From an optimization exercise on the open Yosys and OpenROAD flow, aimed at small area; shortcuts taken in it are not production practice.
Function was checked by simulation only, so behaviour that the tests miss may differ from the original.
Power is estimated from default activity; no workload was simulated.

==> trial 83: inputs <==
==> flow/design.v <==
module spw_breaker (
    input             clk,
    input             rst,           
    input             cfg_we,
    input             cfg_re,
    input      [3:0]  cfg_addr,
    input      [31:0] cfg_wdata,
    output reg [31:0] cfg_rdata,
    input             en,            
    input             smp_valid,
    input      [11:0] smp_i,         
    output reg        trip,
    output     [1:0]  trip_cause,    
    output     [7:0]  trip_point,    
    output     [11:0] trip_i,        
    output            inrush_active
);
    function gt12(input [11:0] a, input [11:0] b);
        integer n;
        begin
            gt12 = 1'b0;
            for (n = 0; n < 12; n = n + 1)
                gt12 = (a[n] & ~b[n]) | ((a[n] | ~b[n]) & gt12);
        end
    endfunction
    function [3:0] dstep(input [2:0] r, input b);
        case ({r, b})
            4'b000_0: dstep = {1'b0, 3'd0};
            4'b000_1: dstep = {1'b0, 3'd1};
            4'b001_0: dstep = {1'b0, 3'd2};
            4'b001_1: dstep = {1'b0, 3'd3};
            4'b010_0: dstep = {1'b0, 3'd4};
            4'b010_1: dstep = {1'b1, 3'd0};
            4'b011_0: dstep = {1'b1, 3'd1};
            4'b011_1: dstep = {1'b1, 3'd2};
            4'b100_0: dstep = {1'b1, 3'd3};
            default:  dstep = {1'b1, 3'd4};
        endcase
    endfunction
    reg [7:0]  i_inst;
    reg [7:0]  t_inrush;
    reg [6:0]  ramp;                 
    reg        auto_on;
    reg        action;
    reg        on;
    reg [15:0] main_pt   [0:7];
    reg [15:0] inrush_pt [0:7];
    reg [11:0] hist [0:7];           
    reg [3:0]  hcnt;                 
    reg [14:0] hsum;                 
    reg [11:0] i_peak;
    reg [7:0]  wq;                   
    reg [6:0]  wr;                   
    reg [13:0] lo [0:7];             
    reg [4:0]  hi [0:7];             
    reg        cs;                   
    reg        inst_prev;
    reg        t_inst, t_win;
    reg [2:0]  t_pt;
    wire in_window = gt12({4'd0, t_inrush}, {4'd0, wq});
    assign inrush_active = in_window;
    wire eval = smp_valid && en;
    reg [11:0] q5;
    reg [2:0]  rem;
    reg [3:0]  dv;
    integer b;
    always @(*) begin
        rem = 3'd0;
        for (b = 11; b >= 0; b = b - 1) begin
            dv    = dstep(rem, smp_i[b]);
            q5[b] = dv[3];
            rem   = dv[2:0];
        end
    end
    wire rnz = (rem != 3'd0);
    wire inst_over = gt12({2'd0, q5[9:1], q5[0] | rnz}, {3'd0, i_inst, 1'b0});
    wire       wr_curve  = cfg_we && (cfg_addr >= 4'd2) && (cfg_addr <= 4'd5);
    wire       wr_inrush = cfg_we && (cfg_addr >= 4'd6) && (cfg_addr <= 4'd9);
    wire [1:0] wr_pair   = cfg_addr[1:0] - 2'd2;
    wire       wr_set_w  = in_window ? wr_inrush : wr_curve;   
    wire       cs_next   = eval ? in_window : cs;
    wire       wr_set_c  = cs_next ? wr_inrush : wr_curve;     
    wire match = (cs == in_window);
    reg [7:0]  pt_trip;
    reg [7:0]  pt_hit;
    reg [7:0]  pt_wrap;
    reg [7:0]  pt_one;
    reg [7:0]  pt_e0;
    reg [15:0] pt;
    reg [14:0] lc [0:7];             
    reg [5:0]  hc [0:7];             
    integer k, n;
    always @(*) begin
        for (k = 0; k < 8; k = k + 1) begin
            pt = in_window ? inrush_pt[k] : main_pt[k];
            pt_hit[k] = (pt[15:8] != 8'd0) && (pt[4:0] != 5'd0) &&
                        gt12({1'b0, q5[9:0], rnz}, {3'd0, pt[15:8], 1'b0});
            pt_e0[k] = (pt[7:5] == 3'd0);
            lc[k][0] = eval && pt_hit[k] && match;
            for (n = 0; n < 14; n = n + 1)
                lc[k][n+1] = lc[k][n] & lo[k][n];
            case (pt[7:5])
                3'd0: pt_wrap[k] = lc[k][0];
                3'd1: pt_wrap[k] = lc[k][2];
                3'd2: pt_wrap[k] = lc[k][4];
                3'd3: pt_wrap[k] = lc[k][6];
                3'd4: pt_wrap[k] = lc[k][8];
                3'd5: pt_wrap[k] = lc[k][10];
                3'd6: pt_wrap[k] = lc[k][12];
                default: pt_wrap[k] = lc[k][14];
            endcase
            hc[k][0] = pt_wrap[k];
            for (n = 0; n < 5; n = n + 1)
                hc[k][n+1] = hc[k][n] & hi[k][n];
            pt_one[k] = eval && pt_hit[k] && !match;
            pt_trip[k] = (pt_wrap[k] && ((hi[k] ^ hc[k][4:0]) == pt[4:0])) ||
                         (pt_one[k] && pt_e0[k] && (pt[4:0] == 5'd1));
            if (wr_set_w && wr_pair == k[2:1])
                pt_trip[k] = 1'b0;
        end
    end
    wire inst_trip = eval && inst_over && inst_prev;
    wire any_trip  = inst_trip || (pt_trip != 8'd0);
    reg [2:0] first_pt;
    integer j;
    always @(*) begin
        first_pt = 3'd0;
        for (j = 7; j >= 0; j = j - 1)
            if (pt_trip[j]) first_pt = j[2:0];
    end
    assign trip_cause = {t_inst | t_win, t_inst | ~t_win};
    assign trip_point = {{5{t_inst}}, t_pt | {3{t_inst}}};
    assign trip_i     = hist[0];
    wire cnt_run = !rst && en && !any_trip;
    reg keep, keep1;
    integer i;
    always @(posedge clk) begin
        for (i = 0; i < 8; i = i + 1) begin
            keep  = cnt_run && !(wr_set_c && wr_pair == i[2:1]) &&
                    !(smp_valid && !pt_hit[i]);
            keep1 = keep && !pt_one[i];
            lo[i] <= (lo[i] ^ lc[i][13:0]) & {{13{keep1}}, keep};
            lo[i][0] <= keep && (pt_one[i] || (lo[i][0] ^ lc[i][0]));
            hi[i] <= (hi[i] ^ hc[i][4:0]) & {{4{keep1}}, keep};
            hi[i][0] <= keep && (pt_one[i] ? pt_e0[i] : (hi[i][0] ^ hc[i][0]));
        end
    end
    wire [11:0] h_old = hcnt[3] ? hist[7] : 12'd0;
    always @(posedge clk) begin
        t_inst <= inst_over && inst_prev;
        t_win  <= in_window;
        t_pt   <= first_pt;
        case (cfg_addr)
            4'd0: cfg_rdata <= {i_inst, t_inrush, 1'b0, ramp, 3'd0, auto_on,
                                action, 2'd0, on};
            4'd1: cfg_rdata <= {hsum[14:3], i_peak, 8'd0};
            4'd2, 4'd3, 4'd4, 4'd5:
                  cfg_rdata <= {main_pt[{cfg_addr[1:0] - 2'd2, 1'b1}],
                                main_pt[{cfg_addr[1:0] - 2'd2, 1'b0}]};
            4'd6, 4'd7, 4'd8, 4'd9:
                  cfg_rdata <= {inrush_pt[{cfg_addr[1:0] - 2'd2, 1'b1}],
                                inrush_pt[{cfg_addr[1:0] - 2'd2, 1'b0}]};
            default: cfg_rdata <= 32'd0;
        endcase
        if (smp_valid) begin
            for (i = 7; i > 0; i = i - 1)
                hist[i] <= hist[i-1];
            hist[0] <= smp_i;
        end
        if (rst) begin
            i_inst    <= 8'd255;
            t_inrush  <= 8'd20;
            ramp      <= 7'd4;
            auto_on   <= 1'b0;
            action    <= 1'b1;
            on        <= 1'b0;
            for (i = 0; i < 8; i = i + 1) begin
                main_pt[i]    <= 16'd0;
                inrush_pt[i]  <= 16'd0;
            end
            hcnt      <= 4'd0;
            hsum      <= 15'd0;
            i_peak    <= 12'd0;
            wq        <= 8'd0;
            wr        <= 7'd0;
            cs        <= 1'b0;
            inst_prev <= 1'b0;
            trip      <= 1'b0;
        end else begin
            if (cfg_re && cfg_addr == 4'd1)
                i_peak <= smp_valid ? smp_i : 12'd0;
            else if (smp_valid && gt12(smp_i, i_peak))
                i_peak <= smp_i;
            if (smp_valid) begin
                hsum <= hsum + {3'd0, smp_i} - {3'd0, h_old};
                if (!hcnt[3]) hcnt <= hcnt + 4'd1;
            end
            if (!en) begin
                wq <= 8'd0;
                wr <= 7'd0;
            end else if (smp_valid && wq != 8'd255) begin
                if (wr == 7'd124) begin
                    wr <= 7'd0;
                    wq <= wq + 8'd1;
                end else
                    wr <= wr + 7'd1;
            end
            if (eval) cs <= in_window;
            if (!en || any_trip)
                inst_prev <= 1'b0;
            else if (smp_valid)
                inst_prev <= inst_over;
            trip <= any_trip;
            if (cfg_we) begin
                case (cfg_addr)
                    4'd0: begin
                        i_inst   <= (cfg_wdata[31:24] == 8'd0) ? 8'd1 : cfg_wdata[31:24];
                        t_inrush <= cfg_wdata[23:16];
                        ramp     <= (cfg_wdata[15:8] == 8'd0) ? 7'd1 :
                                    gt12({4'd0, cfg_wdata[15:8]}, 12'd100) ? 7'd100 :
                                    cfg_wdata[14:8];
                        auto_on  <= cfg_wdata[4];
                        action   <= cfg_wdata[3];
                        on       <= cfg_wdata[0];
                    end
                    4'd2, 4'd3, 4'd4, 4'd5: begin
                        main_pt[{cfg_addr[1:0] - 2'd2, 1'b0}] <= cfg_wdata[15:0];
                        main_pt[{cfg_addr[1:0] - 2'd2, 1'b1}] <= cfg_wdata[31:16];
                    end
                    4'd6, 4'd7, 4'd8, 4'd9: begin
                        inrush_pt[{cfg_addr[1:0] - 2'd2, 1'b0}] <= cfg_wdata[15:0];
                        inrush_pt[{cfg_addr[1:0] - 2'd2, 1'b1}] <= cfg_wdata[31:16];
                    end
                    default: ;
                endcase
            end
        end
    end
endmodule
==> flow/run.sh <==
#!/bin/bash
# synth_recipe.tcl (not shown) runs the flow's synth.tcl, then flattens the netlist and writes it again
# the make line also repeats each setting of config.mk as NAME=value (left out here)
make -C /OpenROAD-flow-scripts/flow DESIGN_CONFIG=/design/flow/config.mk WORK_HOME=/design/flow/orfs CLKGATE_MAP_FILE= SYNTH_SCRIPT=/design/flow/synth_recipe.tcl finish
==> flow/config.mk <==
export PLATFORM = sky130hd
export DESIGN_NAME = spw_breaker
export DESIGN_NICKNAME = spw_breaker
export VERILOG_FILES = /design/flow/design.v
export SDC_FILE = /design/flow/constraint.sdc
export NUM_CORES = 4
export LEC_CHECK = 0
export ABC_AREA = 1
export CAP_MARGIN = 20
export CORE_MARGIN = 2
export CORE_UTILIZATION = 40
export SLEW_MARGIN = 20
==> flow/constraint.sdc <==
create_clock -name core_clock -period 14.0 [get_ports {clk}]
set_input_delay 2.8000 -clock core_clock [delete_from_list [all_inputs] [get_ports {clk}]]
set_output_delay 2.8000 -clock core_clock [all_outputs]
set_load 0.01 [all_outputs]
==> inputs of build 42, as changes to trial 83 <==
- CORE_UTILIZATION: 40 -> 60
- CTS_BUF_LIST: not set -> sky130_fd_sc_hd__clkbuf_4
==> inputs of trial 11, as changes to trial 83 <==
==> flow/design.v, changed modules only <==
module spw_breaker (
    input             clk,
    input             rst,           
    input             cfg_we,
    input             cfg_re,
    input      [3:0]  cfg_addr,
    input      [31:0] cfg_wdata,
    output reg [31:0] cfg_rdata,
    input             en,            
    input             smp_valid,
    input      [11:0] smp_i,         
    output reg        trip,
    output     [1:0]  trip_cause,    
    output     [7:0]  trip_point,    
    output     [11:0] trip_i,        
    output            inrush_active
);
    function gt12(input [11:0] a, input [11:0] b);
        integer n;
        begin
            gt12 = 1'b0;
            for (n = 0; n < 12; n = n + 1)
                gt12 = (a[n] & ~b[n]) | ((a[n] | ~b[n]) & gt12);
        end
    endfunction
    function [3:0] dstep(input [2:0] r, input b);
        case ({r, b})
            4'b000_0: dstep = {1'b0, 3'd0};
            4'b000_1: dstep = {1'b0, 3'd1};
            4'b001_0: dstep = {1'b0, 3'd2};
            4'b001_1: dstep = {1'b0, 3'd3};
            4'b010_0: dstep = {1'b0, 3'd4};
            4'b010_1: dstep = {1'b1, 3'd0};
            4'b011_0: dstep = {1'b1, 3'd1};
            4'b011_1: dstep = {1'b1, 3'd2};
            4'b100_0: dstep = {1'b1, 3'd3};
            default:  dstep = {1'b1, 3'd4};
        endcase
    endfunction
    reg [7:0]  i_inst;
    reg [7:0]  t_inrush;
    reg [6:0]  ramp;                 
    reg        auto_on;
    reg        action;
    reg        on;
    reg [15:0] main_pt   [0:7];
    reg [15:0] inrush_pt [0:7];
    reg [11:0] hist [0:7];           
    reg [3:0]  hcnt;                 
    reg [14:0] hsum;                 
    reg [11:0] i_peak;
    reg [7:0]  wq;                   
    reg [6:0]  wr;                   
    reg        win;                  
    reg [13:0] lo [0:7];             
    reg [4:0]  hi [0:7];             
    reg        cs;                   
    reg        cz;                   
    reg        inst_prev;
    reg        t_inst, t_win;
    reg [2:0]  t_pt;
    assign inrush_active = win;
    wire eval = smp_valid && en;
    reg [11:0] q5;
    reg [2:0]  rem;
    reg [3:0]  dv;
    integer b;
    always @(*) begin
        rem = 3'd0;
        for (b = 11; b >= 0; b = b - 1) begin
            dv    = dstep(rem, smp_i[b]);
            q5[b] = dv[3];
            rem   = dv[2:0];
        end
    end
    wire rnz = (rem != 3'd0);
    wire inst_over = gt12({2'd0, q5[9:1], q5[0] | rnz}, {3'd0, i_inst, 1'b0});
    wire       wr_ctrl   = cfg_we && (cfg_addr == 4'd0);
    wire       wr_curve  = cfg_we && (cfg_addr >= 4'd2) && (cfg_addr <= 4'd5);
    wire       wr_inrush = cfg_we && (cfg_addr >= 4'd6) && (cfg_addr <= 4'd9);
    wire [1:0] wr_pair   = cfg_addr[1:0] - 2'd2;
    wire       wr_set_w  = win ? wr_inrush : wr_curve;         
    wire       cs_next   = eval ? win : cs;
    wire       wr_set_c  = cs_next ? wr_inrush : wr_curve;     
    wire valid = !cz && (cs == win);
    reg [7:0]  pt_trip;
    reg [7:0]  pt_hit, pt_g, pt_one, pt_e0, pt_wm;
    reg [15:0] pt;
    reg [14:0] pre [0:7];            
    reg [5:0]  hpre [0:7];           
    integer k, n;
    always @(*) begin
        for (k = 0; k < 8; k = k + 1) begin
            pt = win ? inrush_pt[k] : main_pt[k];
            pt_hit[k] = (pt[15:8] != 8'd0) && (pt[4:0] != 5'd0) &&
                        gt12({1'b0, q5[9:0], rnz}, {3'd0, pt[15:8], 1'b0});
            pt_e0[k] = (pt[7:5] == 3'd0);
            pre[k][0] = 1'b1;
            for (n = 0; n < 14; n = n + 1)
                pre[k][n+1] = pre[k][n] & lo[k][n];
            hpre[k][0] = 1'b1;
            for (n = 0; n < 5; n = n + 1)
                hpre[k][n+1] = hpre[k][n] & hi[k][n];
            case (pt[7:5])
                3'd0: pt_wm[k] = 1'b1;
                3'd1: pt_wm[k] = pre[k][2];
                3'd2: pt_wm[k] = pre[k][4];
                3'd3: pt_wm[k] = pre[k][6];
                3'd4: pt_wm[k] = pre[k][8];
                3'd5: pt_wm[k] = pre[k][10];
                3'd6: pt_wm[k] = pre[k][12];
                default: pt_wm[k] = pre[k][14];
            endcase
            pt_g[k]   = eval && pt_hit[k] && valid;
            pt_one[k] = eval && pt_hit[k] && !valid;
            pt_trip[k] = eval && pt_hit[k] &&
                         (valid ? (pt_wm[k] && ((hi[k] ^ hpre[k][4:0]) == pt[4:0]))
                                : (pt_e0[k] && (pt[4:0] == 5'd1))) &&
                         !(wr_set_w && wr_pair == k[2:1]);
        end
    end
    wire inst_trip = eval && inst_over && inst_prev;
    wire any_trip  = inst_trip || (pt_trip != 8'd0);
    reg [2:0] first_pt;
    integer j;
    always @(*) begin
        first_pt = 3'd0;
        for (j = 7; j >= 0; j = j - 1)
            if (pt_trip[j]) first_pt = j[2:0];
    end
    assign trip_cause = {t_inst | t_win, t_inst | ~t_win};
    assign trip_point = {{5{t_inst}}, t_pt | {3{t_inst}}};
    assign trip_i     = hist[0];
    reg keep, keep1, hg;
    integer i;
    always @(posedge clk) begin
        for (i = 0; i < 8; i = i + 1) begin
            keep  = !(wr_set_c && wr_pair == i[2:1]) && !(eval && !pt_hit[i]);
            keep1 = keep && !(eval && !valid);
            hg    = pt_g[i] && pt_wm[i];
            lo[i] <= (lo[i] ^ ({14{pt_g[i]}} & pre[i][13:0])) & {{13{keep1}}, keep};
            lo[i][0] <= keep && (pt_one[i] || (lo[i][0] ^ pt_g[i]));
            hi[i] <= (hi[i] ^ ({5{hg}} & hpre[i][4:0])) & {{4{keep1}}, keep};
            hi[i][0] <= keep && (pt_one[i] ? pt_e0[i] : (hi[i][0] ^ hg));
        end
        cz <= rst || !en || any_trip || (cz && !smp_valid);
        if (eval) cs <= win;
    end
    wire       w_step = smp_valid && (wq != 8'd255);
    wire       w_wrap = (wr == 7'd124);
    wire [7:0] wq_n = (rst || !en) ? 8'd0 : (w_step && w_wrap) ? wq + 8'd1 : wq;
    wire [6:0] wr_n = (rst || !en) ? 7'd0 : w_step ? (w_wrap ? 7'd0 : wr + 7'd1) : wr;
    wire [7:0] t_n  = rst ? 8'd20 : wr_ctrl ? cfg_wdata[23:16] : t_inrush;
    always @(posedge clk) begin
        wq  <= wq_n;
        wr  <= wr_n;
        t_inrush <= t_n;
        win <= gt12({4'd0, t_n}, {4'd0, wq_n});
    end
    wire [11:0] h_old = hcnt[3] ? hist[7] : 12'd0;
    always @(posedge clk) begin
        t_inst <= inst_over && inst_prev;
        t_win  <= win;
        t_pt   <= first_pt;
        case (cfg_addr)
            4'd0: cfg_rdata <= {i_inst, t_inrush, 1'b0, ramp, 3'd0, auto_on,
                                action, 2'd0, on};
            4'd1: cfg_rdata <= {hsum[14:3], i_peak, 8'd0};
            4'd2, 4'd3, 4'd4, 4'd5:
                  cfg_rdata <= {main_pt[{cfg_addr[1:0] - 2'd2, 1'b1}],
                                main_pt[{cfg_addr[1:0] - 2'd2, 1'b0}]};
            4'd6, 4'd7, 4'd8, 4'd9:
                  cfg_rdata <= {inrush_pt[{cfg_addr[1:0] - 2'd2, 1'b1}],
                                inrush_pt[{cfg_addr[1:0] - 2'd2, 1'b0}]};
            default: cfg_rdata <= 32'd0;
        endcase
        if (smp_valid) begin
            for (i = 7; i > 0; i = i - 1)
                hist[i] <= hist[i-1];
            hist[0] <= smp_i;
        end
        if (rst) begin
            i_inst    <= 8'd255;
            ramp      <= 7'd4;
            auto_on   <= 1'b0;
            action    <= 1'b1;
            on        <= 1'b0;
            for (i = 0; i < 8; i = i + 1) begin
                main_pt[i]    <= 16'd0;
                inrush_pt[i]  <= 16'd0;
            end
            hcnt      <= 4'd0;
            hsum      <= 15'd0;
            i_peak    <= 12'd0;
            inst_prev <= 1'b0;
            trip      <= 1'b0;
        end else begin
            if (cfg_re && cfg_addr == 4'd1)
                i_peak <= smp_valid ? smp_i : 12'd0;
            else if (smp_valid && gt12(smp_i, i_peak))
                i_peak <= smp_i;
            if (smp_valid) begin
                hsum <= hsum + {3'd0, smp_i} - {3'd0, h_old};
                if (!hcnt[3]) hcnt <= hcnt + 4'd1;
            end
            if (!en || any_trip)
                inst_prev <= 1'b0;
            else if (smp_valid)
                inst_prev <= inst_over;
            trip <= any_trip;
            if (cfg_we) begin
                case (cfg_addr)
                    4'd0: begin
                        i_inst   <= (cfg_wdata[31:24] == 8'd0) ? 8'd1 : cfg_wdata[31:24];
                        ramp     <= (cfg_wdata[15:8] == 8'd0) ? 7'd1 :
                                    gt12({4'd0, cfg_wdata[15:8]}, 12'd100) ? 7'd100 :
                                    cfg_wdata[14:8];
                        auto_on  <= cfg_wdata[4];
                        action   <= cfg_wdata[3];
                        on       <= cfg_wdata[0];
                    end
                    4'd2, 4'd3, 4'd4, 4'd5: begin
                        main_pt[{cfg_addr[1:0] - 2'd2, 1'b0}] <= cfg_wdata[15:0];
                        main_pt[{cfg_addr[1:0] - 2'd2, 1'b1}] <= cfg_wdata[31:16];
                    end
                    4'd6, 4'd7, 4'd8, 4'd9: begin
                        inrush_pt[{cfg_addr[1:0] - 2'd2, 1'b0}] <= cfg_wdata[15:0];
                        inrush_pt[{cfg_addr[1:0] - 2'd2, 1'b1}] <= cfg_wdata[31:16];
                    end
                    default: ;
                endcase
            end
        end
    end
endmodule
==> flow/flow/run.sh (new file) <==
#!/bin/bash
# Own layout flow: the standard synthesis with an area-oriented ABC mapping of
# the combinational logic (registers are mapped before ABC and stay as the
# standard synthesis makes them), then the standard layout steps with
# smaller port buffers and a clock tree without dummy loads.
set -euo pipefail
W=$(pwd)
F=$W/flow

# ---- synthesis
cat > $W/own_synth.tcl <<EOF
proc abc {args} {
  set i [lsearch -exact \$args -script]
  if {\$i >= 0} { lset args [expr {\$i+1}] $F/abc_area.script }
  yosys abc {*}\$args
}
source $W/synth_recipe.tcl
EOF
make -C $FLOW_HOME DESIGN_CONFIG=$W/config.mk WORK_HOME=$W/orfs CLKGATE_MAP_FILE= \
  SYNTH_SCRIPT=$W/own_synth.tcl synth > $W/synth.log 2>&1

# ---- layout
export BUFFER_PORTS_ARGS="-buffer_cell sky130_fd_sc_hd__buf_1"
export CTS_ARGS="-sink_clustering_enable -repair_clock_nets -dont_use_dummy_load -buf_list {sky130_fd_sc_hd__clkbuf_4} -sink_clustering_size ${OWN_CLUSTER_SIZE:-10} -sink_clustering_max_diameter ${OWN_CLUSTER_DIAM:-35}"
bash $W/standard.sh > $W/layout.log 2>&1
==> flow/flow/abc_area.script (new file) <==
strash
dc2
dc2
dch -f
amap -m
topo
dnsize -c
==> flow/standard.sh (new file) <==
#!/bin/bash
# synth_recipe.tcl (not shown) runs the flow's synth.tcl, then flattens the netlist and writes it again
# the make line also repeats each setting of config.mk as NAME=value (left out here)
make -C /OpenROAD-flow-scripts/flow DESIGN_CONFIG=/design/flow/config.mk WORK_HOME=/design/flow/orfs CLKGATE_MAP_FILE= SYNTH_SCRIPT=/design/flow/synth_recipe.tcl "${@:-finish}"
- ABC_AREA: 1 -> not set
- CORE_UTILIZATION: 40 -> 60
- PLACE_DENSITY: not set -> 0.68
removed: flow/run.sh
==> run notes <==
* Setup Skew at 111.1 ps
* Final Power at 0.003695 W
* Clock latency on the worst-skew pair at 990 ps
* Fmax at 81.51 MHz
* DR WL/cell at 23.35 µm
* Vias in the first global route at 23000
* Buffers plus inverters on the worst setup path at 17
* 1st-iter DRT viols at 2779
* P_clk at 0.000974 W
* Status: finished clean
[end of results for trial 11]
==> run notes <==
* Buffers plus inverters on the worst setup path at 8
* Status: finished clean
* Fmax at 77.07 MHz
* P_clk at 0.00166 W
* Final Power at 0.004575 W
[end of results for build 42]
==> run notes <==
* Status: finished clean
* P_clk at 0.00179 W
* Final Power at 0.004687 W
* Vias in the first global route at 22896
* Setup Skew at 33.46 ps
* 1st-iter DRT viols at 2701
* DR WL/cell at 20.45 µm
* Fmax at 77.12 MHz
* Buffers plus inverters on the worst setup path at 6
[end of results for trial 83]

==> what the ideal ports hide <==
No port has a modelled driver above. Below, the same layouts with a new extraction and two added sets of constraints. Step 1, drivers: a clkbuf_16 drives clk and a buf_2 each remaining input, both assumed. Step 2 times the ports against the registers' clock, not the clock port: input delays grow and output delays shrink by t, the midpoint of the rising clock arrivals with the driver on. Slacks: ideal ports / drivers / drivers and shift; pairs: ideal ports / drivers.
run	shift t [ns]	setup slack, ns	hold WS [ns]
trial 83	0.671	1.033 / 1.074 / 0.403	0.412 / 0.412 / 0.412
build 42	1.063	1.025 / 1.050 / -0.014	0.414 / 0.414 / 0.414
trial 11	0.976	1.731 / 1.752 / 0.777	0.381 / 0.381 / 0.381
With both steps, setup timing fails in build 42, where it was met with ideal ports. The setup slack of build 42, which loses most, moves by +0.025 ns with the drivers and by -1.039 ns with both steps.
